Context: an optimization exercise on an open-source flow, tuned for small area, a short achievable clock period and few clock cycles per item. The choices shown serve that exercise and are no tape-out recipe. RTL that was checked went through simulation tests only; none was proved equivalent to the original. Function not checked in runs 1, 4 and 5: the RTL went through the layout flow alone. Power figures rest on the tool's default switching activity, not on a simulated workload.

<file path="flow/constraint.sdc">
create_clock -name core_clock -period 10.0 [get_ports {clk}]
set_input_delay 2.0000 -clock core_clock [delete_from_list [all_inputs] [get_ports {clk}]]
set_output_delay 2.0000 -clock core_clock [all_outputs]
set_load 0.01 [all_outputs]
</file>
<file path="flow/run.sh">
#!/bin/bash
# synth_recipe.tcl (not shown) runs the flow's synth.tcl, then flattens the netlist and writes it again
# the make line also repeats each setting of config.mk as NAME=value (left out here)
make -C /OpenROAD-flow-scripts/flow DESIGN_CONFIG=/design/flow/config.mk WORK_HOME=/design/flow/orfs CLKGATE_MAP_FILE= SYNTH_SCRIPT=/design/flow/synth_recipe.tcl finish
</file>
<file path="flow/config.mk">
export PLATFORM = sky130hd
export DESIGN_NAME = gate_fit
export DESIGN_NICKNAME = gate_fit
export VERILOG_FILES = /design/flow/design.v
export SDC_FILE = /design/flow/constraint.sdc
export NUM_CORES = 8
export LEC_CHECK = 0
export CAP_MARGIN = 20
export CORE_MARGIN = 2
export CORE_UTILIZATION = 50
export PLACE_DENSITY = 0.65
export SETUP_SLACK_MARGIN = 5
export SLEW_MARGIN = 20
</file>
<file path="flow/design.v">
module bk_add #(parameter W = 8) (
    input  wire [W-1:0] a,
    input  wire [W-1:0] b,
    input  wire         ci,
    output wire [W-1:0] s
);
    localparam L = $clog2(W);
    wire [W-1:0] p0 = a ^ b;
    wire [W-1:0] g0 = a & b;
    wire [W-1:0] gl [0:2*L];
    wire [W-1:0] pl [0:2*L];
    assign gl[0] = {g0[W-1:1], g0[0] | (p0[0] & ci)};
    assign pl[0] = p0;
    genvar lv, i;
    generate
        for (lv = 0; lv < L; lv = lv + 1) begin : up
            for (i = 0; i < W; i = i + 1) begin : bx
                if ((i % (2 << lv)) == ((2 << lv) - 1) && i >= (1 << lv)) begin : op
                    assign gl[lv+1][i] = gl[lv][i] | (pl[lv][i] & gl[lv][i-(1<<lv)]);
                    assign pl[lv+1][i] = pl[lv][i] & pl[lv][i-(1<<lv)];
                end else begin : pass
                    assign gl[lv+1][i] = gl[lv][i];
                    assign pl[lv+1][i] = pl[lv][i];
                end
            end
        end
        for (lv = L - 2; lv >= 0; lv = lv - 1) begin : dn
            for (i = 0; i < W; i = i + 1) begin : bx
                if ((i % (2 << lv)) == ((3 << lv) - 1) % (2 << lv) && i >= (3 << lv) - 1) begin : op
                    assign gl[2*L-1-lv][i] = gl[2*L-2-lv][i] | (pl[2*L-2-lv][i] & gl[2*L-2-lv][i-(1<<lv)]);
                    assign pl[2*L-1-lv][i] = pl[2*L-2-lv][i] & pl[2*L-2-lv][i-(1<<lv)];
                end else begin : pass
                    assign gl[2*L-1-lv][i] = gl[2*L-2-lv][i];
                    assign pl[2*L-1-lv][i] = pl[2*L-2-lv][i];
                end
            end
        end
    endgenerate
    wire [W-1:0] gc = gl[2*L-1];
    assign s = p0 ^ {gc[W-2:0], ci};
endmodule
module gate_fit (
    input  wire         clk,
    input  wire         rst,
    input  wire         in_valid,
    output wire         in_ready,
    input  wire [31:0]  n,
    input  wire [79:0]  t1,
    input  wire [111:0] t2,
    output reg          out_valid,
    output wire [63:0]  p,
    output wire [63:0]  a,
    output wire [63:0]  f
);
    reg        a_busy;           
    reg [5:0]  ca;               
    reg        a_done;           
    reg        b_busy;           
    reg [6:0]  cb;               
    reg        b_last;           
    wire b_free   = ~b_busy | b_last;
    wire handoff  = a_done & b_free;
    assign in_ready = ~a_busy | handoff;
    wire accept   = in_valid & in_ready;
    wire [5:0] ca_n = accept ? 6'd0 : ((a_busy & ~a_done) ? ca + 6'd1 : ca);
    wire [6:0] cb_n = handoff ? 7'd0 : (b_busy ? cb + 7'd1 : cb);
    reg fa_m;      
    reg fa_32;     
    reg fa_33;     
    reg fa_b;      
    reg fa_16;     
    reg fa_d;      
    reg fa_49;     
    reg fa_5;      
    reg fa_58;     
    reg fb_0;      
    reg fb_1;      
    reg fb_inc;    
    always @(posedge clk) begin
        if (rst) begin
            a_busy    <= 1'b0;
            ca        <= 6'd59;
            a_done    <= 1'b0;
            b_busy    <= 1'b0;
            cb        <= 7'd65;
            b_last    <= 1'b0;
            out_valid <= 1'b0;
            fa_m <= 1'b0; fa_32 <= 1'b0; fa_33 <= 1'b0; fa_b <= 1'b0;
            fa_16 <= 1'b0; fa_d <= 1'b0; fa_49 <= 1'b0; fa_5 <= 1'b0; fa_58 <= 1'b0;
            fb_0 <= 1'b0; fb_1 <= 1'b0; fb_inc <= 1'b0;
        end else begin
            if (accept)
                a_busy <= 1'b1;
            else if (handoff)
                a_busy <= 1'b0;
            ca     <= ca_n;
            a_done <= (accept | a_busy) & ~(handoff & ~accept) & (ca_n == 6'd59);
            if (handoff)
                b_busy <= 1'b1;
            else if (b_last)
                b_busy <= 1'b0;
            cb     <= cb_n;
            b_last <= (handoff | b_busy) & (cb_n == 7'd65);
            out_valid <= b_busy & ~handoff & (cb_n == 7'd65);
            fa_m  <= (ca_n < 6'd32);
            fa_32 <= (ca_n == 6'd32);
            fa_33 <= (ca_n == 6'd33);
            fa_b  <= (ca_n < 6'd17);
            fa_16 <= (ca_n == 6'd16);
            fa_d  <= (ca_n >= 6'd17) && (ca_n < 6'd49);
            fa_49 <= (ca_n == 6'd49);
            fa_5  <= (ca_n >= 6'd50) && (ca_n < 6'd58);
            fa_58 <= (ca_n == 6'd58);
            fb_0   <= (cb_n == 7'd0);
            fb_1   <= (cb_n == 7'd1);
            fb_inc <= (cb_n == 7'd64);
        end
    end
    reg [31:0]  n_fix;           
    reg [31:0]  n_rot;           
    reg [33:0]  n_bth;           
    reg         bth_prev;        
    reg         brw_m;           
    reg         brw_d;           
    reg [35:0]  acc0;            
    reg [33:0]  low0;
    reg [65:0]  acc1;            
    reg [31:0]  low1;
    reg [104:0] acc_m;           
    reg [104:0] t1sh;            
    reg [107:0] acc_x;           
    reg [115:0] xf;              
    wire [64:0]  e_val = {acc0[30:0], low0};
    wire [62:0]  c2    = e_val[64:1];
    wire [96:0]  d_val = {acc1[64:0], low1};
    wire bit_n   = n_rot[0];
    wire bit_nm  = bit_n ^ brw_m;            
    wire bit_d0  = n_rot[15];                
    wire bit_nd  = bit_d0 ^ brw_d;           
    wire b1 = n_bth[1], b0 = n_bth[0];
    wire bth_neg = b1 & ~(b0 & bth_prev);
    wire bth_two = (b1 & ~b0 & ~bth_prev) | (~b1 & b0 & bth_prev);
    wire bth_one = b0 ^ bth_prev;
    wire [35:0] nmul = bth_two ? {3'b0, n_fix, 1'b0} : (bth_one ? {4'b0, n_fix} : 36'd0);
    wire [35:0] acc0_sum;
    bk_add #(36) u_add0 (.a(acc0), .b(nmul ^ {36{bth_neg}}), .ci(bth_neg), .s(acc0_sum));
    wire [65:0] acc1_sum;
    bk_add #(66) u_add1 (.a(acc1), .b({1'b0, e_val} & {66{bit_nd}}), .ci(1'b0), .s(acc1_sum));
    wire [104:0] m_op = ({105{fa_m}} & ~(t1sh & {105{bit_nm}})) |
                        ({105{fa_32}} & {acc_m[103:0], 1'b0});
    wire [104:0] acc_m_sum;
    bk_add #(105) u_addm (.a(acc_m), .b(m_op), .ci(fa_m), .s(acc_m_sum));
    wire [107:0] w_val = {1'b0, c2, 1'b0, c2[62:20]};
    wire [107:0] x_op  = ({108{fa_m}}  & {3'b0, t1sh & {105{bit_n}}}) |
                         ({108{fa_32}} & w_val) |
                         ({108{fa_33}} & ~{3'b0, acc_m});
    wire [107:0] acc_x_sum;
    bk_add #(108) u_addx (.a(acc_x), .b(x_op), .ci(fa_33), .s(acc_x_sum));
    wire [115:0] xf_op = ({116{fa_5}}  & {xf[113:0], 2'b0}) |
                         ({116{fa_58}} & {57'd0, acc_m[104:46]});
    wire [115:0] xf_sum;
    bk_add #(116) u_addf (.a(xf), .b(xf_op), .ci(1'b0), .s(xf_sum));
    always @(posedge clk) begin
        n_rot    <= accept ? n : {n_rot[0], n_rot[31:1]};
        n_bth    <= accept ? {2'b0, n} : {2'b0, n_bth[33:2]};
        bth_prev <= accept ? 1'b0 : n_bth[1];
        brw_m    <= accept ? 1'b1 : (brw_m & ~bit_n);
        brw_d    <= fa_16 ? 1'b1 : (brw_d & ~bit_d0);
        t1sh     <= accept ? {32'd0, t1[72:0]} : {t1sh[103:0], 1'b0};
        acc_m    <= accept ? {t2[103:0], 1'b0} : acc_m_sum;
        acc_x    <= accept ? {35'd0, t1[72:0]} : acc_x_sum;
        xf       <= fa_49 ? {19'd0, d_val} : xf_sum;
        if (accept)
            n_fix <= n;
        if (accept) begin
            acc0 <= {4'b0, n};
        end else if (fa_b) begin
            acc0 <= {{2{acc0_sum[35]}}, acc0_sum[35:2]};
            low0 <= {acc0_sum[1:0], low0[33:2]};
        end
        if (accept) begin
            acc1 <= 66'd0;
        end else if (fa_d) begin
            acc1 <= {1'b0, acc1_sum[65:1]};
            low1 <= {acc1_sum[0], low1[31:1]};
        end
    end
    wire nlt2 = (n_fix[31:1] == 31'd0);
    wire mz   = (acc_m == 105'd0);
    reg        z_all;            
    reg        z_f;              
    reg        ovf;              
    reg [95:0]  dp;
    reg [96:0]  rp;
    reg [63:0]  lp;
    reg         qp;
    wire [96:0] sp;
    bk_add #(97) u_divp (.a({rp[95:0], lp[63]}), .b({1'b0, dp} ^ {97{qp}}), .ci(qp), .s(sp));
    wire        qp_raw = ~sp[96];
    wire [63:0] lp_inc;
    bk_add #(64) u_incp (.a({1'b0, lp[63:1]}), .b(64'd0), .ci(lp[0]), .s(lp_inc));
    reg [65:0]  da;
    reg [66:0]  ra;
    reg [64:0]  la;
    reg         qa;
    wire [66:0] sa;
    bk_add #(67) u_diva (.a({ra[65:0], la[64]}), .b({1'b0, da} ^ {67{qa}}), .ci(qa), .s(sa));
    wire        qa_raw = ~sa[66];
    reg [105:0] df;
    reg [106:0] rf;
    reg [64:0]  lf;
    reg         qf;
    wire [106:0] sf;
    bk_add #(107) u_divf (.a({rf[105:0], lf[64]}), .b({1'b0, df} ^ {107{qf}}), .ci(qf), .s(sf));
    wire        qf_raw = ~sf[106];
    wire qp_bit = qp_raw & ~z_all;
    wire qa_bit = z_all ? fb_1 : qa_raw;
    wire qf_bit = (qf_raw | (ovf & ~fb_0)) & ~z_f;
    always @(posedge clk) begin
        if (handoff) begin
            z_all <= nlt2;
            z_f   <= nlt2 | mz;
            dp    <= d_val[95:0];
            da    <= {e_val, 1'b0};
            df    <= {acc_m, 1'b0};
        end
        ovf <= fb_0 ? qf_raw : ovf;
        rp <= handoff ? {34'd0, acc_m[104:42]} : sp;
        lp <= handoff ? {acc_m[41:0], 22'd0} : (fb_inc ? lp_inc : {lp[62:0], qp_bit});
        qp <= handoff | qp_raw;
        ra <= handoff ? {3'b0, acc_x[107:44]} : sa;
        la <= handoff ? {acc_x[43:0], e_val[20:0]} : {la[63:0], qa_bit};
        qa <= handoff | qa_raw;
        rf <= handoff ? {10'd0, xf[115:19]} : sf;
        lf <= handoff ? {xf[18:0], acc_m[45:0]} : {lf[63:0], qf_bit};
        qf <= handoff | qf_raw;
    end
    assign p = lp;
    assign a = {~la[63], la[62:0]};
    assign f = lf[63:0];
endmodule
</file>
==> results.sh, run 1 <==
export IMPL_arrival_ns=5.59
export IMPL_via_per_inst=5.735
export IMPL_synth_top_area_share_pct=25.18
export IMPL_ys_ff_latch=1462
export IMPL_design_core_area_sq_um=167600
export IMPL_wl_per_cell_um=23.37
export IMPL_clk_pin_slew_worst_paths_ns=0.07
export IMPL_first_pass_iters=6
export IMPL_fp_dieW_um=415.1
export IMPL_setup_viol=0
export IMPL_hold_viol_final=0
export IMPL_clock_skew_ns=0.03692
export IMPL_cp_data_required_time_ns=10.68
export IMPL_p_per_area_nw_per_um2=348.1
export IMPL_yosys_top_cells_count="nand2_1, dfxtp_1, ha_1"
export IMPL_p_clk_share_pct=18.8
export IMPL_rows=150
export IMPL_io_pins=421
export IMPL_max_freq_mhz=203.9
export IMPL_ir_drop_uv=224.7
export IMPL_start_util_pct=50.42
export IMPL_yosysMostFrequentCell="nand2_1"
export IMPL_tightest_slew_ns=1.121
export IMPL_end_kind="register"
export IMPL_finalWeightedCongestion=0.9585
export IMPL_tns_ns=0
export IMPL_grt_pass1_wl_um=401800
export IMPL_synth_top_family_by_area="adder cells"
export IMPL_ant_nets=0
export IMPL_min_period_ns=4.905
export IMPL_p_leak_nw=43.95
export IMPL_grt_remaining_overflow=0
export IMPL_synth_distinct_cells=81
export IMPL_antenna_found_initial=32
export IMPL_cts_path_max_buffers=3
export IMPL_ys_seq_area_share_pct=39.36
export IMPL_layout_drive_gt1_share_pct=6.413
export IMPL_port_buffers=405
export IMPL_tritoncts="yes"
export IMPL_slew_headroom_pct=25.02
export IMPL_async_flop_share_pct=0
export IMPL_final_instance_count_excl_fill=11550
export IMPL_switchingPower_mw=14.43
export IMPL_hold_buffers=0
export IMPL_sw_frac_of_total_pct=42.63
export IMPL_synth_flop_cell="dfxtp_1"
export IMPL_grt_usage_pct=30.68
export IMPL_syn_to_final_growth_pct=15.03
export IMPL_dp_cells=11180
export IMPL_h_tree_depth=4
export IMPL_synth_edf_count=399
export IMPL_synth_warnings=10
export IMPL_p_seq_share_pct=31.0
export IMPL_grt_max_degree=211
export IMPL_status="finished clean"
export IMPL_drt_wl_total_um=270000
export IMPL_syn_nets=10220
export IMPL_grt_pass1_vias=65480
export IMPL_critPathKind="reg -> reg"
export IMPL_chipHeight_um=415.1
export IMPL_hold_class="reg -> reg"
export IMPL_fin_nets=10490
export IMPL_cp_max_fo=16
export IMPL_die_area_sq_um=172300
export IMPL_rrSetupSlack_ns=5.09
export IMPL_p_int_mw=19.41
export IMPL_dp_hpwl_um=198900
export IMPL_drv_cap=0
export IMPL_cts_root_buf="clkbuf_16"
export IMPL_rsz0062_at_grt="true"
export IMPL_min_period_over_period_pct=49.05
export IMPL_fin_util_pct=58.00
export IMPL_synth_simple_area_share_pct=13.28
export IMPL_comb_power_share_pct=50.2
export IMPL_worstSetupStartpointType="register"
export IMPL_syn_inst=8927
export IMPL_insertion_delay_ns=0.83
export IMPL_synth_avg_cell_area_sq_um=9.467
export IMPL_synth_compound_area_share_pct=14.21
export IMPL_synth_mux_area_share_pct=1.330
export IMPL_vias=66260
export IMPL_clock_sinks=1462
export IMPL_slew_viol_final=0
export IMPL_drt_initial_drc_count=6073
export IMPL_numCtsBuffers=163
export IMPL_synth_top_area_cell="dfxtp_1"
export IMPL_synth_area_sq_um=84510
export IMPL_synth_xor_area_share_pct=7.161
export IMPL_finalPower_mw=33.84
export IMPL_synthAdderAreaFrac_pct=18.97
export IMPL_synth_area_top_cells="dfxtp_1, edfxtp_1, ha_1, fa_1, nand2_1"
export IMPL_drcViolationCount=0
==> kinds of logic after synthesis <==
group,Yosys count
AO/OA/AOI/OAI,1898
XOR/XNOR,691
flip-flops,1462
adder cells (fa/ha/maj),1070
buffers and inverters,1154
AND/OR/NAND/NOR,2543
multiplexers,109
==> final timing paths <==
kind | from | end | depth (start not counted)
setup reg to reg | n_rot[0]$_DFF_P_ | acc_x[107]$_SDFF_PP0_ | 22
hold reg to reg | fa_16$_SDFF_PP0_ | brw_d$_SDFF_PP1_ | 1
hold / removal | fa_16$_SDFF_PP0_ | brw_d$_SDFF_PP1_ | 1
setup / recovery | n_rot[0]$_DFF_P_ | acc_x[107]$_SDFF_PP0_ | 22
==> cell usage in the layout (no fill, tap or decap), types with 26 or more instances in the layout <==
cell type and n:
a21o_1 280, buf_4 131, nand2b_1 46, o21ai_1 38
clkinv_2 26, ha_1 715, nor3_1 46, and4_1 33
nor2_1 632, inv_1 666, o211ai_1 72, nand2_1 1278
clkdlybuf4s50_1 405, o21ai_0 350, nand3_1 47, edfxtp_1 399
a22o_1 159, nor4_1 40, mux2_2 26, fa_1 349
xor2_1 498, nor2b_1 85, a211oi_1 58, nand4_1 101
clkbuf_1 45, and2_1 109, clkbuf_16 178, xnor2_1 191
dfxtp_1 1045, a21oi_1 638, a221o_1 40, and3_1 48
mux2i_1 83, o21a_1 38, o21bai_1 70
==> stage by stage <==
stage	hold slack (ns)	setup WS (ns)	cell area, sq um
after floorplan	0.3895	5.044	84540
after global placement	0.4034	3.442	90070
after detailed placement	0.4060	3.398	90070
after CTS	0.4190	4.833	96420
after global routing	0.4344	4.913	97180
final	0.4177	5.095	97210
==> sequential cells by signal, indices dropped and copies added, names as in the netlist, 6 cells and up <==
signal	count
acc0	34
acc1	65
acc_m	105
acc_x	108
ca	6
cb	7
da	65
df	105
dp	96
la	65
lf	65
low0	34
low1	32
lp	64
n_bth	32
n_fix	32
n_rot	32
ra	66
rf	106
rp	96
t1sh	105
xf	116
==> cell type report <==
type,instances,area (sq um)
diodes,10,25.02
clock buffers,232,4668
clock inverters,76,939.7
fillers,14500,70390
inverters,675,2581
multi-input cells,6314,47000
flip-flops and latches,1462,33310
well taps,2204,2758
repair buffers,580,5917
repair inverters,1,8.758
==> per-layer routing <==
metal,vias up,track usage [%],wire (um)
li1,30850,-,-
met3,545,5.735,23190
met4,10,15.45,15320
met2,2485,47.41,119300
met5,-,0,113
met1,32370,41.18,112100
==> critical path, stage by stage (launching register included) <==
cell and delay [ns]:
dfxtp_4 0.37, buf_4 0.17, buf_4 0.14, and2_4 0.23, nand2_1 0.10, o211ai_1 0.12, ha_1 0.36, inv_1 0.07
a211oi_1 0.20, o21ai_1 0.10, o211ai_1 0.24, o2111ai_4 0.26, a2111oi_4 0.36, buf_6 0.18, o21ai_4 0.11, o31ai_4 0.35
a41oi_4 0.20, o21ai_2 0.22, a41oi_2 0.17, fa_2 0.44, xnor2_2 0.14, xnor2_1 0.14, nor2_1 0.05
==> power by group through the flow <==
stage	Clock [mW]	Sequential, mW	Combinational, mW
CTS	6.41	10.4	16.7
finish	6.35	10.5	17.0
detailed placement	0	10.6	16.3
global placement	0	10.6	15.7
floorplan	0	9.64	11.6
global route	6.65	10.7	19.0
==> repair_timing <==
action,in CTS,in global routing
endpoints found under the hold margin,0,0
buffers inserted,21,27
setup endpoints to repair,312,97
gates resized for setup,77,78
pin swaps,10,28
gates cloned,5,7
==> inputs of run 2 (changes only) <==
--- a/flow/design.v
+++ b/flow/design.v
@@ -4,7 +4,8 @@
     input  wire         ci,
     output wire [W-1:0] s
 );
-    localparam L = $clog2(W);
+    localparam L = (W <= 2) ? 1 : (W <= 4) ? 2 : (W <= 8) ? 3 : (W <= 16) ? 4 :
+                   (W <= 32) ? 5 : (W <= 64) ? 6 : (W <= 128) ? 7 : 8;
     wire [W-1:0] p0 = a ^ b;
     wire [W-1:0] g0 = a & b;
     wire [W-1:0] gl [0:2*L];
--- a/flow/config.mk
+++ b/flow/config.mk
@@ -8,6 +8,8 @@
 export CAP_MARGIN = 20
 export CORE_MARGIN = 2
 export CORE_UTILIZATION = 50
+export CTS_BUF_LIST = sky130_fd_sc_hd__clkbuf_8
+export CTS_CLUSTER_SIZE = 30
 export PLACE_DENSITY = 0.65
 export SETUP_SLACK_MARGIN = 5
 export SLEW_MARGIN = 20
==> run 2 against run 1 <==
- sequential power barely moved
- cell count rose by 1.3%
- non-clock buffer count fell by 4
- synthesized cell count did not move
- highest routed layer unchanged
- die area did not move
- largest power group unchanged
- design area fell by 0.37%
- utilization fell by 0.21 points
- area after synthesis did not move
- via count rose by 1.0%
==> results.sh, run 2 <==
export IMPL_tns_ns=0
export IMPL_chipHeight_um=415.1
export IMPL_tightest_slew_ns=1.062
export IMPL_cts_root_buf="clkbuf_8"
export IMPL_final_common_cell="nand2_1"
export IMPL_p_int_mw=18.86
export IMPL_first_pass_iters=6
export IMPL_wl_per_cell_um=23.14
export IMPL_placed_area_sq_um=90070
export IMPL_slew_headroom_pct=29.19
export IMPL_final_cell_area_sq_um=96850
export IMPL_sw_frac_of_total_pct=43.37
export IMPL_rsz0062_at_grt="true"
export IMPL_hold_class="reg -> reg"
export IMPL_design_core_area_sq_um=167600
export IMPL_clk_pin_slew_worst_paths_ns=0.06
export IMPL_rows=150
export IMPL_via_per_inst=5.717
export IMPL_slew_viol_final=0
export IMPL_clock_sinks=1462
export IMPL_port_buffers=405
export IMPL_layout_drive_gt1_share_pct=7.426
export IMPL_place_ws_ns=3.398
export IMPL_largest_reg_flops=116
export IMPL_setup_viol=0
export IMPL_synth_area_sq_um=84510
export IMPL_syn_nets=10220
export IMPL_fin_nets=10600
export IMPL_ys_ff_latch=1462
export IMPL_min_period_over_period_pct=49.22
export IMPL_fin_util_pct=57.79
export IMPL_ys_seq_area_share_pct=39.36
export IMPL_async_flop_share_pct=0
export IMPL_yosysMostFrequentCell="nand2_1"
export IMPL_drt_wl_total_um=271000
export IMPL_cts_path_max_buffers=4
export IMPL_p_clk_share_pct=17.4
export IMPL_p_per_area_nw_per_um2=343.9
export IMPL_synth_top_area_cell="dfxtp_1"
export IMPL_mostFrequentLayoutCells="nand2_1, dfxtp_1, inv_1"
export IMPL_grt_remaining_overflow=0
export IMPL_p_seq_share_pct=31.5
export IMPL_reg_largest_list="xf (116), acc_x (108), rf (106)"
export IMPL_drv_cap=0
export IMPL_synth_top_area_share_pct=25.18
export IMPL_syn_inst=8927
export IMPL_regMostFlops="xf"
export IMPL_drt_initial_drc_count=5937
export IMPL_fin_ws_ns=5.078
export IMPL_synth_flop_cell="dfxtp_1"
export IMPL_yosys_top_cells_count="nand2_1, dfxtp_1, ha_1"
export IMPL_tritoncts="yes"
export IMPL_h_tree_depth=5
export IMPL_grt_max_degree=211
export IMPL_hold_viol_final=0
export IMPL_synth_warnings=10
export IMPL_grt_usage_pct=30.84
export IMPL_dp_hpwl_um=198900
export IMPL_vias=66940
export IMPL_drcViolationCount=0
export IMPL_arrival_ns=5.82
export IMPL_ant_nets=0
export IMPL_worstSetupStartpointType="register"
export IMPL_numCtsBuffers=275
export IMPL_p_leak_nw=44.21
export IMPL_syn_to_final_growth_pct=14.61
export IMPL_critPathKind="reg -> reg"
export IMPL_finalWeightedCongestion=0.9585
export IMPL_ir_drop_uv=196.4
export IMPL_start_util_pct=50.42
export IMPL_switchingPower_mw=14.45
export IMPL_end_kind="register"
export IMPL_grt_pass1_vias=66360
export IMPL_fp_dieW_um=415.1
export IMPL_comb_power_share_pct=51.2
export IMPL_cp_data_required_time_ns=10.90
export IMPL_hold_buffers=0
export IMPL_io_pins=421
export IMPL_die_area_sq_um=172300
export IMPL_insertion_delay_ns=1.04
export IMPL_antenna_found_initial=27
export IMPL_synth_avg_cell_area_sq_um=9.467
export IMPL_synth_distinct_cells=81
export IMPL_clock_skew_ns=0.06215
export IMPL_status="finished clean"
export IMPL_max_freq_mhz=203.2
export IMPL_cp_max_fo=7
export IMPL_synth_edf_count=399
export IMPL_grt_pass1_wl_um=403800
export IMPL_min_period_ns=4.922
export IMPL_synth_area_top_cells="dfxtp_1, edfxtp_1, ha_1, fa_1, nand2_1"
## run 2: changes by cell type in the layout (fill, tap and decap cells not counted), moves of 6 or more
cell       change
clkbuf_8     +311
clkbuf_16    -172
inv_1         +81
clkbuf_1      -45
clkinv_1      +12
bufinv_16     -10
inv_6          -6
## run 2: through the flow
stage	total power [mW]	hold WS (ns)	std cells
floorplan	21.28	0.3895	8927
global placement	26.26	0.4034	11180
detailed placement	26.87	0.4060	11180
CTS	33.01	0.4166	11670
global route	35.83	0.4301	11700
finish	33.31	0.4161	11710
## run 2: metal layers
layer	global-route usage (%)	part of all wire, %
met1	41.08	41
met2	47.48	44
met3	6.327	8.9
met4	15.75	5.7
met5	0	0.0048
## run 2: worst paths after layout
| kind | from | slack, ns | cells after the start | end |
|---|---|---|---|---|
| max | acc_m[6]$_DFF_P_ | 5.08 | 18 | acc_x[107]$_SDFF_PP0_ |
| min | n_rot[19]$_DFF_P_ | 0.42 | 2 | n_rot[18]$_DFF_P_ |
| max reg2reg | acc_m[6]$_DFF_P_ | 5.08 | 18 | acc_x[107]$_SDFF_PP0_ |
| min reg2reg | n_rot[19]$_DFF_P_ | 0.42 | 2 | n_rot[18]$_DFF_P_ |
## run 2: logic make-up (layout without fill, tap and decap cells)
| kind of cell | Yosys count | in the layout | share of synthesized area, % |
|---|---|---|---|
| other | 0 | 11 | 0 |
| AO/OA/AOI/OAI | 1898 | 1898 | 14.21 |
| flip-flops | 1462 | 1462 | 39.36 |
| XOR/XNOR | 691 | 691 | 7.161 |
| adder cells (fa/ha/maj) | 1070 | 1070 | 18.97 |
| buffers and inverters | 1154 | 1719 | 5.694 |
| AND/OR/NAND/NOR | 2543 | 2545 | 13.28 |
| multiplexers | 109 | 109 | 1.330 |
## run 2: power by group through the flow
stage / clock network (mW) / registers (mW) / logic [mW]
after detailed placement: 0 / 10.6 / 16.3
final: 5.78 / 10.5 / 17.0
after global routing: 6.14 / 10.7 / 19.0
after CTS: 5.87 / 10.4 / 16.7
after global placement: 0 / 10.6 / 15.7
after floorplan: 0 / 9.64 / 11.6
## run 2: worst max-delay path: stages, from the launching register on
cell       delay, ns
dfxtp_1         0.84
o211ai_1        0.29
ha_1            0.35
o21ai_0         0.11
a211oi_1        0.24
o21ai_1         0.10
o211ai_1        0.24
o2111ai_4       0.26
a2111oi_4       0.35
buf_6           0.18
o21ai_4         0.11
o31ai_4         0.30
a41oi_2         0.23
o21ai_2         0.23
a41oi_2         0.17
fa_2            0.44
xnor2_2         0.15
xnor2_1         0.14
nor2_1          0.05
## run 2: area by class of cell
type | instances | area (sq um)
fillers | 14610 | 70750
repair buffers | 576 | 5886
flip-flops and latches | 1462 | 33310
clock buffers | 327 | 4501
diodes | 11 | 27.53
well taps | 2204 | 2758
multi-input cells | 6313 | 47010
repair inverters | 1 | 8.758
inverters | 675 | 2577
clock inverters | 140 | 783.3
## run 2: timing repair
action                                  CTS  global route
gates cloned                              5             5
pin swaps                                12            31
endpoints found under the setup margin  317           104
gates resized for setup                  77            77
setup buffers                            22            22
Testbench counts of run 2, summed over its fixed seeds: cycles 13,160, items 192.
==> inputs of run 3 (changes only) <==
--- a/flow/config.mk
+++ b/flow/config.mk
@@ -8,8 +8,6 @@
 export CAP_MARGIN = 20
 export CORE_MARGIN = 2
 export CORE_UTILIZATION = 50
-export CTS_BUF_LIST = sky130_fd_sc_hd__clkbuf_8
-export CTS_CLUSTER_SIZE = 30
 export PLACE_DENSITY = 0.65
 export SETUP_SLACK_MARGIN = 5
 export SLEW_MARGIN = 20
==> run 3 against run 2 <==
- sequential share of layout area is 0.12 points lower
- total power is 1.6% higher
- clock power is 9.9% higher
- die area stayed put
- flip-flop and latch count stayed put
- register-to-register slack better by 0.02 ns
- fmax is 0.34% higher
- critical path depth is 4 higher
==> results.sh, run 3 <==
export IMPL_mostFrequentLayoutCells="nand2_1, dfxtp_1, ha_1"
export IMPL_fin_nets=10490
export IMPL_synth_area_top_cells="dfxtp_1, edfxtp_1, ha_1, fa_1, nand2_1"
export IMPL_slew_headroom_pct=25.02
export IMPL_p_seq_share_pct=31.0
export IMPL_tightest_slew_ns=1.121
export IMPL_async_flop_share_pct=0
export IMPL_synth_top_area_share_pct=25.18
export IMPL_syn_inst=8927
export IMPL_clock_sinks=1462
export IMPL_arrival_ns=5.59
export IMPL_layout_drive_gt1_share_pct=6.413
export IMPL_cp_slowest_stage_delay_ns=0.44
export IMPL_hold_viol_final=0
export IMPL_rows=150
export IMPL_wl_per_cell_um=23.37
export IMPL_synth_avg_cell_area_sq_um=9.467
export IMPL_hold_depth=1
export IMPL_cp_data_required_time_ns=10.68
export IMPL_grt_pass1_vias=65480
export IMPL_ant_nets=0
export IMPL_h_tree_depth=4
export IMPL_clock_skew_ns=0.03692
export IMPL_critPathKind="reg -> reg"
export IMPL_grt_usage_pct=30.68
export IMPL_comb_power_share_pct=50.2
export IMPL_final_common_cell="nand2_1"
export IMPL_hold_class="reg -> reg"
export IMPL_worstSetupStartpointType="register"
export IMPL_insertion_delay_ns=0.83
export IMPL_reg_largest_list="xf (116), acc_x (108), rf (106)"
export IMPL_port_buffers=405
export IMPL_ys_seq_area_share_pct=39.36
export IMPL_fill_cells=14500
export IMPL_tritoncts="yes"
export IMPL_setup_viol=0
export IMPL_design_core_area_sq_um=167600
export IMPL_chipHeight_um=415.1
export IMPL_drt_wl_total_um=270000
export IMPL_synth_mux_area_share_pct=1.330
export IMPL_cts_root_buf="clkbuf_16"
export IMPL_synth_distinct_cells=81
export IMPL_met1_usage_pct=41.18
export IMPL_gr_max_usage_layer="met2"
export IMPL_drcViolationCount=0
export IMPL_synth_top_area_cell="dfxtp_1"
export IMPL_p_int_mw=19.41
export IMPL_synthAdderAreaFrac_pct=18.97
export IMPL_ys_ff_latch=1462
export IMPL_largest_reg_flops=116
export IMPL_vias=66260
export IMPL_synth_simple_area_share_pct=13.28
export IMPL_cp_max_fo=16
export IMPL_grt_max_degree=211
export IMPL_place_ws_ns=3.398
export IMPL_sw_frac_of_total_pct=42.63
export IMPL_max_freq_mhz=203.9
export IMPL_drt_initial_drc_count=6073
export IMPL_dp_hpwl_um=198900
export IMPL_synth_area_sq_um=84510
export IMPL_synth_xor_area_share_pct=7.161
export IMPL_yosysMostFrequentCell="nand2_1"
export IMPL_syn_nets=10220
export IMPL_synth_flop_cell="dfxtp_1"
export IMPL_cp_cell_sequence="buf_4, buf_4, and2_4, nand2_1, o211ai_1, ha_1, inv_1, a211oi_1, o21ai_1, o211ai_1, o2111ai_4, a2111oi_4, buf_6, o21ai_4, o31ai_4, a41oi_4, o21ai_2, a41oi_2, fa_2, xnor2_2, xnor2_1, nor2_1"
export IMPL_synth_top_family_by_area="adder cells"
export IMPL_worstRegToRegCells=22
export IMPL_p_clk_share_pct=18.8
export IMPL_synth_warnings=10
export IMPL_io_pins=421
export IMPL_rsz0062_at_grt="true"
export IMPL_drv_cap=0
export IMPL_numCtsBuffers=163
export IMPL_p_per_area_nw_per_um2=348.1
export IMPL_die_area_sq_um=172300
export IMPL_first_pass_iters=6
export IMPL_finalWeightedCongestion=0.9585
export IMPL_yosys_top_cells_count="nand2_1, dfxtp_1, ha_1"
export IMPL_met2_usage_pct=47.41
export IMPL_status="finished clean"
export IMPL_tns_ns=0
export IMPL_fin_ws_ns=5.095
export IMPL_synth_edf_count=399
export IMPL_min_period_over_period_pct=49.05
export IMPL_whs_ns=0.4177
export IMPL_ir_drop_uv=224.7
export IMPL_clk_pin_slew_worst_paths_ns=0.07
export IMPL_fp_dieW_um=415.1
export IMPL_start_util_pct=50.42
export IMPL_grt_pass1_wl_um=401800
export IMPL_min_period_ns=4.905
export IMPL_regMostFlops="xf"
export IMPL_slew_viol_final=0
export IMPL_slowest_stage="fa_2"
export IMPL_grt_util_met3_pct=5.735
export IMPL_via_per_inst=5.735
export IMPL_syn_to_final_growth_pct=15.03
export IMPL_antenna_found_initial=32
export IMPL_end_kind="register"
export IMPL_fin_util_pct=58.00
export IMPL_p_leak_nw=43.95
export IMPL_synth_compound_area_share_pct=14.21
export IMPL_hold_buffers=0
export IMPL_switchingPower_mw=14.43
export IMPL_grt_remaining_overflow=0
export IMPL_cts_path_max_buffers=3
run 3: worst max-delay path: cells and delay by family (launching register included):
kind	cells	cell delay, ns
and+or+nand+nor	3	0.38
xor gates and xnor gates	2	0.28
DFF	1	0.37
buffers and inverters	4	0.56
adders and majority gates	2	0.80
AOI/OAI and AO/OA	11	2.33
run 3: metal layers:
| metal | vias to the layer above | routed length [um] |
|---|---|---|
| met2 | 2485 | 119300 |
| met3 | 545 | 23190 |
| met5 | - | 113 |
| met1 | 32370 | 112100 |
| li1 | 30850 | - |
| met4 | 10 | 15320 |
run 3: area by class of cell:
type                       instances  area [sq um]  share of cell area, %
multi-input combinational       6314         47000                  48.35
tap                             2204          2758                  2.837
clock inverter                    76         939.7                 0.9666
sequential                      1462         33310                  34.27
timing repair buffer             580          5917                  6.087
inverter                         675          2581                  2.655
timing repair inverter             1         8.758               0.009010
clock buffer                     232          4668                  4.802
antenna                           10         25.02                0.02574
run 3: logic make-up after synthesis:
group | after synthesis
simple gates | 2543
compound gates | 1898
flops | 1462
buf+inv | 1154
fa+ha+maj | 1070
xor+xnor | 691
mux | 109
run 3: final timing paths:
check                     endpoint        startpoint  slack, ns
min reg2reg       brw_d$_SDFF_PP1_  fa_16$_SDFF_PP0_       0.42
max          acc_x[107]$_SDFF_PP0_  n_rot[0]$_DFF_P_       5.09
max reg2reg  acc_x[107]$_SDFF_PP0_  n_rot[0]$_DFF_P_       5.09
min               brw_d$_SDFF_PP1_  fa_16$_SDFF_PP0_       0.42
run 3: through the flow:
step / area [sq um] / instances / power (mW)
detailed placement: 90070 / 11180 / 26.87
global placement: 90070 / 11180 / 26.26
finish: 97210 / 11550 / 33.84
global route: 97180 / 11540 / 36.32
floorplan: 84540 / 8927 / 21.28
CTS: 96420 / 11510 / 33.57
run 3: power groups by stage:
stage	Sequential, mW	Clock [mW]	Combinational (mW)
after floorplan	9.64	0	11.6
after global placement	10.6	0	15.7
after detailed placement	10.6	0	16.3
after CTS	10.4	6.41	16.7
after global routing	10.7	6.65	19.0
final	10.5	6.35	17.0
run 3: timing repair:
| action | in CTS | in global routing |
|---|---|---|
| gates resized for setup | 77 | 78 |
| setup buffers | 21 | 27 |
| cloned | 5 | 7 |
| pin swaps | 10 | 28 |
| setup endpoints to repair | 312 | 97 |
==> inputs of run 4 (changes only) <==
--- a/flow/design.v
+++ b/flow/design.v
@@ -65,9 +65,11 @@
     wire accept   = in_valid & in_ready;
     wire [5:0] ca_n = accept ? 6'd0 : ((a_busy & ~a_done) ? ca + 6'd1 : ca);
     wire [6:0] cb_n = handoff ? 7'd0 : (b_busy ? cb + 7'd1 : cb);
+    reg fa_0;      
     reg fa_m;      
     reg fa_32;     
     reg fa_33;     
+    reg fa_34;     
     reg fa_b;      
     reg fa_16;     
     reg fa_d;      
@@ -86,7 +88,7 @@
             cb        <= 7'd65;
             b_last    <= 1'b0;
             out_valid <= 1'b0;
-            fa_m <= 1'b0; fa_32 <= 1'b0; fa_33 <= 1'b0; fa_b <= 1'b0;
+            fa_0 <= 1'b0; fa_m <= 1'b0; fa_32 <= 1'b0; fa_33 <= 1'b0; fa_34 <= 1'b0; fa_b <= 1'b0;
             fa_16 <= 1'b0; fa_d <= 1'b0; fa_49 <= 1'b0; fa_5 <= 1'b0; fa_58 <= 1'b0;
             fb_0 <= 1'b0; fb_1 <= 1'b0; fb_inc <= 1'b0;
         end else begin
@@ -103,9 +105,11 @@
             cb     <= cb_n;
             b_last <= (handoff | b_busy) & (cb_n == 7'd65);
             out_valid <= b_busy & ~handoff & (cb_n == 7'd65);
+            fa_0  <= (ca_n == 6'd0);
             fa_m  <= (ca_n < 6'd32);
             fa_32 <= (ca_n == 6'd32);
             fa_33 <= (ca_n == 6'd33);
+            fa_34 <= (ca_n == 6'd34);
             fa_b  <= (ca_n < 6'd17);
             fa_16 <= (ca_n == 6'd16);
             fa_d  <= (ca_n >= 6'd17) && (ca_n < 6'd49);
@@ -148,19 +152,17 @@
     wire [65:0] acc1_sum;
     bk_add #(66) u_add1 (.a(acc1), .b({1'b0, e_val} & {66{bit_nd}}), .ci(1'b0), .s(acc1_sum));
     wire [104:0] m_op = ({105{fa_m}} & ~(t1sh & {105{bit_nm}})) |
-                        ({105{fa_32}} & {acc_m[103:0], 1'b0});
+                        ({105{fa_33}} & {acc_m[103:0], 1'b0});
     wire [104:0] acc_m_sum;
     bk_add #(105) u_addm (.a(acc_m), .b(m_op), .ci(fa_m), .s(acc_m_sum));
     wire [107:0] w_val = {1'b0, c2, 1'b0, c2[62:20]};
-    wire [107:0] x_op  = ({108{fa_m}}  & {3'b0, t1sh & {105{bit_n}}}) |
-                         ({108{fa_32}} & w_val) |
-                         ({108{fa_33}} & ~{3'b0, acc_m});
-    wire [107:0] acc_x_sum;
-    bk_add #(108) u_addx (.a(acc_x), .b(x_op), .ci(fa_33), .s(acc_x_sum));
-    wire [115:0] xf_op = ({116{fa_5}}  & {xf[113:0], 2'b0}) |
+    wire [115:0] xf_op = ({116{fa_0}}  & {10'd0, t1sh, 1'b0}) |
+                         ({116{fa_32}} & ~{9'd0, acc_m, 2'b0}) |
+                         ({116{fa_33}} & {8'd0, w_val}) |
+                         ({116{fa_5}}  & {xf[113:0], 2'b0}) |
                          ({116{fa_58}} & {57'd0, acc_m[104:46]});
     wire [115:0] xf_sum;
-    bk_add #(116) u_addf (.a(xf), .b(xf_op), .ci(1'b0), .s(xf_sum));
+    bk_add #(116) u_addf (.a(xf), .b(xf_op), .ci(fa_32), .s(xf_sum));
     always @(posedge clk) begin
         n_rot    <= accept ? n : {n_rot[0], n_rot[31:1]};
         n_bth    <= accept ? {2'b0, n} : {2'b0, n_bth[33:2]};
@@ -169,8 +171,9 @@
         brw_d    <= fa_16 ? 1'b1 : (brw_d & ~bit_d0);
         t1sh     <= accept ? {32'd0, t1[72:0]} : {t1sh[103:0], 1'b0};
         acc_m    <= accept ? {t2[103:0], 1'b0} : acc_m_sum;
-        acc_x    <= accept ? {35'd0, t1[72:0]} : acc_x_sum;
-        xf       <= fa_49 ? {19'd0, d_val} : xf_sum;
+        xf       <= accept ? {10'd0, t2[104:0], 1'b0} : (fa_49 ? {19'd0, d_val} : xf_sum);
+        if (fa_34)
+            acc_x <= xf[107:0];
         if (accept)
             n_fix <= n;
         if (accept) begin
==> run 4 against run 3 <==
- sequential power hardly changed
- total power shrank 1.6%
- utilization grew 0.95 points
- clock power is 4.1% lower
- fmax is 1.4% lower
- clock skew increased by 0.0071 ns
- cell count down 4.3%
- critical path depth shrank 1
- via count down 1.9%
- critical path type unchanged
- highest routed layer unchanged
- combinational power about the same
==> results.sh, run 4 <==
export IMPL_status="finished clean"
export IMPL_synth_avg_cell_area_sq_um=9.642
export IMPL_p_int_mw=18.95
export IMPL_rsz0062_at_grt="true"
export IMPL_port_buffers=406
export IMPL_final_instance_count_excl_fill=11050
export IMPL_dp_cells=10600
export IMPL_switchingPower_mw=14.34
export IMPL_multi_input_area_sq_um=43280
export IMPL_min_period_ns=4.974
export IMPL_tritoncts="yes"
export IMPL_via_per_inst=5.877
export IMPL_drcViolationCount=0
export IMPL_final_common_cell="nand2_1"
export IMPL_critPathBufInv=4
export IMPL_h_tree_depth=4
export IMPL_synth_mux_area_share_pct=1.174
export IMPL_worstSetupStartpointType="register"
export IMPL_cp_max_fo=9
export IMPL_p_clk_share_pct=18.3
export IMPL_synth_xor_area_share_pct=6.889
export IMPL_cts_root_buf="clkbuf_16"
export IMPL_synthAdderAreaFrac_pct=16.83
export IMPL_io_pins=421
export IMPL_synth_top_area_share_pct=23.65
export IMPL_fp_dieW_um=406.5
export IMPL_synth_warnings=9
export IMPL_min_period_over_period_pct=49.74
export IMPL_arrival_ns=5.65
export IMPL_ys_ff_latch=1464
export IMPL_insertion_delay_ns=0.84
export IMPL_hold_class="reg -> reg"
export IMPL_p_leak_nw=41.38
export IMPL_synth_edf_count=507
export IMPL_regMostFlops="xf"
export IMPL_cp_slowest_stage_delay_ns=0.52
export IMPL_seq_area_sq_um=34440
export IMPL_clk_pin_slew_worst_paths_ns=0.06
export IMPL_grt_usage_pct=33.43
export IMPL_slew_viol_final=0
export IMPL_cts_path_max_buffers=3
export IMPL_sw_frac_of_total_pct=43.07
export IMPL_largest_reg_flops=116
export IMPL_syn_to_final_growth_pct=17.00
export IMPL_ir_drop_uv=218.0
export IMPL_p_per_area_nw_per_um2=351.2
export IMPL_max_freq_mhz=201.0
export IMPL_hold_viol_final=0
export IMPL_vias=64970
export IMPL_fill_cells=13880
export IMPL_yosysMostFrequentCell="nand2_1"
export IMPL_dp_hpwl_um=208700
export IMPL_slowest_stage="fa_2"
export IMPL_synth_area_top_cells="dfxtp_1, edfxtp_1, ha_1, fa_1, nand2_1"
export IMPL_synth_compound_area_share_pct=14.27
export IMPL_numCtsBuffers=163
export IMPL_reg_largest_list="xf (116), acc_x (108), rf (106)"
export IMPL_clock_skew_ns=0.04403
export IMPL_synth_top_family_by_area="adder cells"
export IMPL_drt_initial_drc_count=7115
export IMPL_tns_ns=0
export IMPL_cp_cell_sequence="buf_12, clkinv_16, buf_16, o21ai_0, a221o_1, ha_4, and4_4, nand4_1, or3_4, or4_4, o21ai_4, buf_12, nor2_4, o31ai_4, a21o_1, a21oi_2, o21a_1, fa_2, nor2_1, a21oi_1, o21ai_0"
export IMPL_clock_sinks=1464
export IMPL_comb_power_share_pct=50.0
export IMPL_synth_flop_cell="dfxtp_1"
export IMPL_ant_nets=0
export IMPL_async_flop_share_pct=0
export IMPL_ys_seq_area_share_pct=42.45
export IMPL_drv_cap=0
export IMPL_grt_pass1_wl_um=406600
export IMPL_layout_drive_gt1_share_pct=8.308
export IMPL_syn_inst=8400
export IMPL_start_util_pct=50.38
export IMPL_setup_viol=0
export IMPL_die_area_sq_um=165200
export IMPL_synth_area_sq_um=80990
export IMPL_mostFrequentLayoutCells="nand2_1, dfxtp_1, a21oi_1"
export IMPL_tightest_slew_ns=1.108
export IMPL_grt_remaining_overflow=0
export IMPL_p_seq_share_pct=31.7
export IMPL_chipHeight_um=406.5
export IMPL_hold_buffers=0
export IMPL_finalWeightedCongestion=0.9640
export IMPL_synth_simple_area_share_pct=12.98
export IMPL_synth_distinct_cells=83
export IMPL_end_kind="register"
export IMPL_cp_data_required_time_ns=10.67
export IMPL_grt_pass1_vias=62290
export IMPL_synth_top_area_cell="dfxtp_1"
export IMPL_wl_per_cell_um=25.76
export IMPL_first_pass_iters=6
export IMPL_critPathKind="reg -> reg"
export IMPL_syn_nets=9538
export IMPL_grt_max_degree=155
export IMPL_antenna_found_initial=31
export IMPL_yosys_top_cells_count="nand2_1, dfxtp_1, a21oi_1"
export IMPL_rows=147
export IMPL_crit_family="compound AO/OA/AOI/OAI gates"
export IMPL_slew_headroom_pct=26.11
export IMPL_fin_nets=9880
export IMPL_design_core_area_sq_um=160800
export IMPL_drt_wl_total_um=284700
[run 4: cell count changes after synthesis, sizes merged, moves of 57 or more]
cell / delta
a22o: -57
a22oi: +95
and2: -58
dfxtp: -106
edfxtp: +108
ha: -104
inv: -117
[run 4: metrics by stage]
| stage | area [sq um] | hold WS, ns | setup WS, ns | power [mW] | util, % |
|---|---|---|---|---|---|
| final | 94760 | 0.4187 | 5.026 | 33.29 | 58.95 |
| after global routing | 94750 | 0.4332 | 4.933 | 35.55 | 58.94 |
| after CTS | 93010 | 0.4205 | 5.001 | 32.61 | 57.86 |
| after detailed placement | 86430 | 0.4060 | 2.996 | 26.14 | 53.76 |
| after global placement | 86430 | 0.4028 | 3.032 | 25.66 | 53.76 |
| after floorplan | 81000 | 0.3895 | 5.059 | 20.69 | - |
[run 4: layout make-up]
cell class	count	share of cell area [%]
clock inverters	74	0.8226
inverters	559	2.271
multi-input cells	5899	45.67
clock buffers	232	4.858
diodes	11	0.02905
well taps	2160	2.852
flip-flops and latches	1464	36.34
repair buffers	651	7.113
repair inverters	4	0.04225
[run 4: worst min-delay path, cell delays in order (launching register included)]
cell and delay [ns]:
dfxtp_1 0.30, nand2_1 0.04, nand2_1 0.05
[run 4: cells by family after synthesis]
| kind of cell | count (synthesis) |
|---|---|
| and+or+nand+nor | 2416 |
| AOI/OAI and AO/OA | 1839 |
| DFF | 1464 |
| buffers and inverters | 1038 |
| adders and majority gates | 911 |
| xor gates and xnor gates | 637 |
| muxes | 95 |
[run 4: final timing paths]
path / cells past startpoint / to / start / slack, ns
worst max-delay path: 21 / xf[92]$_DFF_P_ / fa_32$_SDFF_PP0_ / 5.03
worst min-delay path: 2 / n_bth[8]$_DFF_P_ / n_bth[10]$_DFF_P_ / 0.42
worst max register to register: 21 / xf[92]$_DFF_P_ / fa_32$_SDFF_PP0_ / 5.03
worst min register to register: 2 / n_bth[8]$_DFF_P_ / n_bth[10]$_DFF_P_ / 0.42
[run 4: power by group through the flow]
stage               Combinational (mW)  Sequential [mW]  Clock, mW
finish                            16.7             10.5       6.09
CTS                               16.0             10.5       6.14
global route                      18.6             10.6       6.36
detailed placement                15.5             10.6          0
floorplan                         11.2             9.49          0
global placement                  15.1             10.6          0
[run 4: per-layer routing]
metal	global-route usage (%)	wire (um)	up-vias
met5	0	95	-
met2	49.70	122500	3167
met3	6.646	28180	679
met1	46.35	117600	31640
li1	-	-	29470
met4	16.83	16360	16
[run 4: what timing repair did]
action | in CTS | in global routing
pin swaps | 26 | 85
setup buffers | 30 | 87
resized for setup | 150 | 154
endpoints found under the setup margin | 350 | 135
cloned | 6 | 14
==> inputs of run 5 (changes only) <==
--- a/flow/design.v
+++ b/flow/design.v
@@ -8,36 +8,25 @@
                    (W <= 32) ? 5 : (W <= 64) ? 6 : (W <= 128) ? 7 : 8;
     wire [W-1:0] p0 = a ^ b;
     wire [W-1:0] g0 = a & b;
-    wire [W-1:0] gl [0:2*L];
-    wire [W-1:0] pl [0:2*L];
+    wire [W-1:0] gl [0:L];
+    wire [W-1:0] pl [0:L];
     assign gl[0] = {g0[W-1:1], g0[0] | (p0[0] & ci)};
     assign pl[0] = p0;
     genvar lv, i;
     generate
-        for (lv = 0; lv < L; lv = lv + 1) begin : up
+        for (lv = 0; lv < L; lv = lv + 1) begin : lvl
             for (i = 0; i < W; i = i + 1) begin : bx
-                if ((i % (2 << lv)) == ((2 << lv) - 1) && i >= (1 << lv)) begin : op
-                    assign gl[lv+1][i] = gl[lv][i] | (pl[lv][i] & gl[lv][i-(1<<lv)]);
-                    assign pl[lv+1][i] = pl[lv][i] & pl[lv][i-(1<<lv)];
+                if (((i >> lv) & 1) == 1) begin : op
+                    assign gl[lv+1][i] = gl[lv][i] | (pl[lv][i] & gl[lv][((i >> lv) << lv) - 1]);
+                    assign pl[lv+1][i] = pl[lv][i] & pl[lv][((i >> lv) << lv) - 1];
                 end else begin : pass
                     assign gl[lv+1][i] = gl[lv][i];
                     assign pl[lv+1][i] = pl[lv][i];
                 end
             end
         end
-        for (lv = L - 2; lv >= 0; lv = lv - 1) begin : dn
-            for (i = 0; i < W; i = i + 1) begin : bx
-                if ((i % (2 << lv)) == ((3 << lv) - 1) % (2 << lv) && i >= (3 << lv) - 1) begin : op
-                    assign gl[2*L-1-lv][i] = gl[2*L-2-lv][i] | (pl[2*L-2-lv][i] & gl[2*L-2-lv][i-(1<<lv)]);
-                    assign pl[2*L-1-lv][i] = pl[2*L-2-lv][i] & pl[2*L-2-lv][i-(1<<lv)];
-                end else begin : pass
-                    assign gl[2*L-1-lv][i] = gl[2*L-2-lv][i];
-                    assign pl[2*L-1-lv][i] = pl[2*L-2-lv][i];
-                end
-            end
-        end
     endgenerate
-    wire [W-1:0] gc = gl[2*L-1];
+    wire [W-1:0] gc = gl[L];
     assign s = p0 ^ {gc[W-2:0], ci};
 endmodule
 module gate_fit (
==> run 5 against run 4 <==
- highest routed layer unchanged
- synthesized cell count rose by 0.83%
- register-to-register slack better by 0.04 ns
- utilization decreased by 0.56 points
==> results.sh, run 5 <==
export IMPL_status="finished clean"
export IMPL_wl_per_cell_um=26.36
export IMPL_synth_area_sq_um=79000
export IMPL_arrival_ns=5.66
export IMPL_p_per_area_nw_per_um2=361.4
export IMPL_clock_skew_ns=0.04188
export IMPL_drv_cap=0
export IMPL_cts_root_buf="clkbuf_16"
export IMPL_cp_cell_sequence="buf_8, a222oi_1, o211ai_1, ha_1, nor2b_1, o21a_1, o21ai_2, a2111oi_4, o211ai_1, buf_4, a2111oi_2, buf_4, nor2_1, o21ba_2, o311a_1, o21a_1, o31a_1, o21ai_0"
export IMPL_setup_viol=0
export IMPL_synth_area_top_cells="dfxtp_1, edfxtp_1, ha_1, nand2_1, xor2_1"
export IMPL_critPathKind="reg -> reg"
export IMPL_synthAdderAreaFrac_pct=10.57
export IMPL_p_leak_nw=38.36
export IMPL_wl_met3_um=32710
export IMPL_synth_edf_count=507
export IMPL_ir_drop_uv=201.8
export IMPL_min_period_ns=4.933
export IMPL_drt_initial_drc_count=8041
export IMPL_slowest_stage="a222oi_1"
export IMPL_largest_reg_flops=116
export IMPL_end_kind="register"
export IMPL_ant_nets=0
export IMPL_hold_class="reg -> reg"
export IMPL_final_common_cell="nand2_1"
export IMPL_min_period_over_period_pct=49.33
export IMPL_synth_flop_cell="dfxtp_1"
export IMPL_slew_headroom_pct=18.41
export IMPL_h_tree_depth=4
export IMPL_synth_compound_area_share_pct=17.00
export IMPL_synth_mux_area_share_pct=0.9835
export IMPL_tritoncts="yes"
export IMPL_synth_avg_cell_area_sq_um=9.327
export IMPL_synth_top_family_by_area="compound AO/OA/AOI/OAI gates"
export IMPL_routed_top_layer="met5"
export IMPL_via_per_inst=6.101
export IMPL_drcViolationCount=0
export IMPL_hold_buffers=0
export IMPL_reg_largest_list="xf (116), acc_x (108), rf (106)"
export IMPL_cp_data_required_time_ns=10.72
export IMPL_rows=145
export IMPL_cts_path_max_buffers=3
export IMPL_drt_wl_total_um=288100
export IMPL_fin_nets=9592
export IMPL_tightest_slew_ns=1.224
export IMPL_first_pass_iters=7
export IMPL_grt_max_degree=197
export IMPL_crit_start="fa_33$_SDFF_PP0_"
export IMPL_synth_xor_area_share_pct=8.536
export IMPL_finalPower_mw=33.04
export IMPL_vias=66680
export IMPL_fp_dieW_um=401.5
export IMPL_yosys_top_cells_count="nand2_1, dfxtp_1, a21oi_1"
export IMPL_ys_seq_area_share_pct=43.52
export IMPL_syn_to_final_growth_pct=15.71
export IMPL_placed_area_sq_um=84330
export IMPL_cp_slowest_stage_delay_ns=0.49
export IMPL_syn_nets=9335
export IMPL_dp_hpwl_um=209600
export IMPL_grt_pass1_vias=62060
export IMPL_clk_pin_slew_worst_paths_ns=0.06
export IMPL_yosysMostFrequentCell="nand2_1"
export IMPL_synth_warnings=9
export IMPL_cp_max_fo=43
export IMPL_numCtsBuffers=160
export IMPL_final_cell_area_sq_um=91420
export IMPL_worstSetupStartpointType="register"
export IMPL_grt_pass1_wl_um=410700
export IMPL_regMostFlops="xf"
export IMPL_rsz0062_at_grt="true"
export IMPL_insertion_delay_ns=0.80
export IMPL_syn_inst=8470
export IMPL_dp_cells=10550
export IMPL_layout_drive_gt1_share_pct=6.874
export IMPL_critPathBufInv=3
export IMPL_async_flop_share_pct=0
export IMPL_die_area_sq_um=161200
export IMPL_finalWeightedCongestion=0.9990
export IMPL_start_util_pct=50.46
export IMPL_antenna_found_initial=47
export IMPL_ys_ff_latch=1464
export IMPL_chipHeight_um=401.5
export IMPL_fin_util_pct=58.39
export IMPL_port_buffers=406
export IMPL_clock_sinks=1464
export IMPL_synth_simple_area_share_pct=15.46
export IMPL_grt_remaining_overflow=0
export IMPL_hold_start="n_bth[12]$_DFF_P_"
export IMPL_crit_family="compound AO/OA/AOI/OAI gates"
export IMPL_hold_viol_final=0
export IMPL_final_instance_count_excl_fill=10930
export IMPL_synth_top_area_cell="dfxtp_1"
export IMPL_timing_rr_start="fa_33$_SDFF_PP0_"
export IMPL_slew_viol_final=0
export IMPL_synth_distinct_cells=90
export IMPL_whs_ns=0.4233
export IMPL_grt_usage_pct=34.25
export IMPL_dr_wl_met2_um=120500
export IMPL_design_core_area_sq_um=156600
export IMPL_synth_top_area_share_pct=24.25
export IMPL_fin_ws_ns=5.067
export IMPL_mostFrequentLayoutCells="nand2_1, dfxtp_1, a21oi_1"
export IMPL_io_pins=421
export IMPL_place_ws_ns=3.427
export IMPL_tns_ns=0
export IMPL_max_freq_mhz=202.7
export IMPL_wl_met1_um=117900
run 5: cell types whose count changed in the layout (fill, tap and decap cells not counted), sizes merged, moves of 53 or more:
| cell | previous run | this run |
|---|---|---|
| buf | 233 | 178 |
| fa | 297 | 49 |
| inv | 572 | 204 |
| nand2 | 1258 | 1382 |
| nand3 | 61 | 123 |
| nor3 | 50 | 107 |
| o31ai | 13 | 66 |
| xnor2 | 181 | 273 |
run 5: layout make-up:
class / count / area (sq um)
diodes: 12 / 30.03
clock buffers: 216 / 4573
clock inverters: 78 / 920.9
fillers: 13710 / 65150
flip-flops and latches: 1464 / 34430
repair buffers: 589 / 6003
inverters: 202 / 814.5
repair inverters: 1 / 11.26
multi-input cells: 6309 / 42060
well taps: 2058 / 2575
run 5: tightest hold or removal path, delay by kind of cell, from the launching register on:
| kind | cells | cell delay [ns] |
|---|---|---|
| simple gates | 2 | 0.09 |
| flops | 1 | 0.30 |
run 5: cell families (layout without fill, tap and decap cells):
group / count (synthesis) / count (layout)
other cells: 0 / 12
compound gates: 2083 / 2084
mux: 77 / 77
fa+ha+maj: 638 / 638
buf+inv: 698 / 1086
flops: 1464 / 1464
xor+xnor: 770 / 770
simple gates: 2740 / 2740
run 5: final timing paths:
check / to / depth (start not counted) / slack (ns)
worst max-delay path: xf[79]$_DFF_P_ / 18 / 5.07
worst min register to register: n_bth[10]$_DFF_P_ / 2 / 0.42
worst max register to register: xf[79]$_DFF_P_ / 18 / 5.07
worst min-delay path: n_bth[10]$_DFF_P_ / 2 / 0.42
run 5: timing repair:
item	4_1_cts	5_1_grt
gates resized for setup	111	94
buffers inserted	36	25
pin swaps	17	21
gates cloned	3	6
hold endpoints to repair	0	0
endpoints found under the setup margin	293	135
run 5: power by group:
group          leakage (nW)  internal, mW  switching, mW
Clock                  2.68          3.70           2.57
Sequential             12.6          8.19           2.19
Combinational          23.0          7.14           9.24
run 5: per-layer routing:
layer / vias up / track usage, %
li1: 30510 / -
met1: 32070 / 46.88
met2: 3424 / 50.07
met3: 669 / 8.353
met4: 6 / 17.50
met5: - / 0.6542

==> what the ideal ports hide <==
No port has a modelled driver above. Below, the same layouts with a new extraction and two added sets of constraints. Step 1 assumes that a clkbuf_16 drives the clock port and a buf_2 every other input. Step 2 also shifts input and output timing later by t, the mid clock arrival at the registers, as if the neighbouring blocks saw the same clock. Three values: ideal ports, drivers, drivers and shift; two values: the first two.
| run | shift t [ns] | slack for setup (ns) | worst slew at a driven data input, ns |
|---|---|---|---|
| run 1 | 0.909 | 5.095 / 5.095 / 4.579 | 0.08 |
| run 2 | 1.103 | 5.078 / 5.078 / 4.640 | 0.08 |
| run 3 | 0.909 | 5.095 / 5.095 / 4.579 | 0.08 |
| run 4 | 0.903 | 5.026 / 5.026 / 4.527 | 0.12 |
| run 5 | 0.874 | 5.067 / 5.067 / 4.438 | 0.12 |
After both steps every run listed still meets setup and hold. For run 5, which loses most, drivers alone change the setup slack by 0.000 ns; drivers and shift together by -0.629 ns.
